What follows belongs to an exercise in optimizing a design on an open flow for small area, a short achievable clock period and few clock cycles; a production flow would make more cautious choices.
In this exercise RTL edits were held to simulation tests only and were not proved equivalent to the original.

==> inputs of lagoon <==
Design cph_unwrap, start of the top module:
module cph_unwrap (
    input  wire         clk,
    input  wire         rst,             
    input  wire         blob_we,
    input  wire [4:0]   blob_idx,
    input  wire [31:0]  blob_wdata,
    input  wire         start,
    input  wire [6:0]   blob_len,        
    input  wire [255:0] kek,             
    input  wire [7:0]   kinds_allowed,   
    output wire         busy,
    output wire         done,            
    output reg  [3:0]   result,          
    output wire [479:0] rec              
);
    localparam [3:0] RES_OK = 4'd0, RES_INTEGRITY = 4'd4, RES_LENGTH = 4'd5, RES_KIND = 4'd6;
    reg s_idle, s_exp, s_load, s_round, s_check, s_done;
    reg exp_first;               
    reg [63:0]  q [0:7];         
    reg [127:0] st;              
    reg [63:0]  areg;            
    reg [255:0] ks;              
    reg [255:0] kw;              
    reg [3:0]   kr;              
    reg [5:0]   tx;              
    reg [6:0]   len;
    reg [7:0]   kinds;
    reg [7:0]   act;             
    reg [2:0]   rsel1, rsel2;    
    reg [7:0]   rd1h;            
    reg         len_bad;
    reg f_int, f_kind, f_lenm, f_rsv, f_allow;
    assign busy = ~s_idle;
    assign done = s_done;
    wire [3:0] nblk   = len[6:3] - 4'd1;    
    wire       len_ok = (len[2:0] == 3'd0) && (len >= 7'd32) && (len <= 7'd72);
    wire       more   = (tx != 6'd0);
    wire       last   = (kr == 4'd1);        
    wire [127:0] kstep;
    aes256_key_step u_kstep (
        .a      (kw[255:128]),
        .b_last (kw[31:0]),
        .r      (kr),
        .fwd    (s_exp),
        .y      (kstep)
    );
    wire [127:0] keyed, mixed;
    aes_inv_round u_round (
        .s     (st),
        .rk    (kw[127:0]),
        .keyed (keyed),
        .mixed (mixed)
    );
    reg  [63:0]  q_rd;               
    integer r;
    always @(*) begin
        q_rd = 64'd0;
        for (r = 0; r < 8; r = r + 1)
            if (rd1h[r]) q_rd = q_rd | q[r];
    end
    wire [7:0]   t_phi;
    wire [63:0]  k14_phi, a_y, a_in, r_in, r_out;
    map_phi u_tphi (.a({2'b00, tx}), .y(t_phi));
    wire [63:0]  q_phi;
    assign k14_phi = ks[127:64];       
    genvar k;
    generate
        for (k = 0; k < 8; k = k + 1) begin : g_in
            map_alpha_phi_inv u_ain  (.a(a_y[63 - 8*k -: 8]), .y(a_in[63 - 8*k -: 8]));
  ...
clock: 12.0 ns
lec_check: 0
cap_margin: 20
core_margin: 2
core_utilization: 25
slew_margin: 20
standard.sh (not shown) runs the stock make flow with config.mk's settings and CLKGATE_MAP_FILE= SYNTH_SCRIPT=/design/flow/synth_recipe.tcl, a recipe that flattens the netlist after the stock synthesis.
==> flow/flow/run.sh <==
#!/bin/bash
# Layout flow: the standard ORFS flow (standard synthesis included), run with a
# larger setup margin for ORFS's repair_timing steps and plain buf_1 cells as the
# port buffers. Each ORFS step writes its own log under orfs/logs/; make's output
# goes to flow_make.log.
set -euo pipefail
bash standard.sh SETUP_SLACK_MARGIN=6.75 "BUFFER_PORTS_ARGS=-buffer_cell sky130_fd_sc_hd__buf_1" finish > flow_make.log 2>&1
==> violet (differences from lagoon) <==
--- a/flow/design.v
+++ b/flow/design.v
@@ -351,11 +351,11 @@
     end
     wire [7:0]   t_phi;
     wire [63:0]  k14_phi, a_y, a_in, r_in, r_out;
     map_phi u_tphi (.a({2'b00, tx}), .y(t_phi));
     wire [63:0]  q_phi;
-    assign k14_phi = ks[127:64];       
+    assign k14_phi = ks[127:64];
     genvar k;
     generate
         for (k = 0; k < 8; k = k + 1) begin : g_in
             map_alpha_phi_inv u_ain  (.a(a_y[63 - 8*k -: 8]), .y(a_in[63 - 8*k -: 8]));
             map_phi           u_qphi (.a(q_rd[63 - 8*k -: 8]), .y(q_phi[63 - 8*k -: 8]));
==> reports/metrics.yaml <==
timing:
  rsz0062_at_grt: "yes"
  tightest_slew_ns: 1.19
  clock.fmax_mhz: 193
logic_synthesis:
  ys_warn_count: 4
  synthXorXnorAreaFrac: 0.318
  async_flop_share: 0
  syn-num-nets: 10413
detailed_routing:
  wirelength_mm: 477
  dr_wl_met3_mm: 64.6
place:
  io_buffers: 796
status:
  outcome: "timing/DRC/antenna clean"
# the run above: violet

==> reports/metrics.yaml <==
logic_synthesis:
  synthXorXnorAreaFrac: 0.318
  async_flop_share: 0
  syn-num-nets: 10413
detailed_routing:
  wirelength_mm: 477
  dr_wl_met3_mm: 64.6
timing:
  rsz0062_at_grt: "yes"
place:
  io_buffers: 796
status:
  outcome: "timing/DRC/antenna clean"
# the run above: lagoon

Testbench counts of lagoon, summed over its fixed seeds: cycles 84,144.
Testbench counts of violet, summed over its fixed seeds: cycles 84,144.

==> separate check: timing with driven ports <==
How much do the figures lean on ideal ports? The routed layouts below were timed once more, with nothing changed but the port constraints.
Step 1 (the two cells are an assumption about what drives the block):
set clk [get_ports {clk}]
set_driving_cell -lib_cell sky130_fd_sc_hd__clkbuf_16 $clk
set_driving_cell -lib_cell sky130_fd_sc_hd__buf_2 [delete_from_list [all_inputs] $clk]
Step 2 also shifts input and output timing later by t, the mid clock arrival at the registers, as if the neighbouring blocks saw the same clock.
Slacks: no drivers / after step 1 / after step 2; pairs: no drivers / after step 1.
run | shift t [ns] | setup slack, ns | worst setup path at the end | worst data-port slew with drivers (ns) | cell pins on the clock port's net
lagoon | 0.938 | 6.821 / 6.821 / 5.924 | input to register | 0.23 | 1
violet | 0.938 | 6.821 / 6.821 / 5.924 | input to register | 0.23 | 1
After both steps every run listed still meets setup and hold.
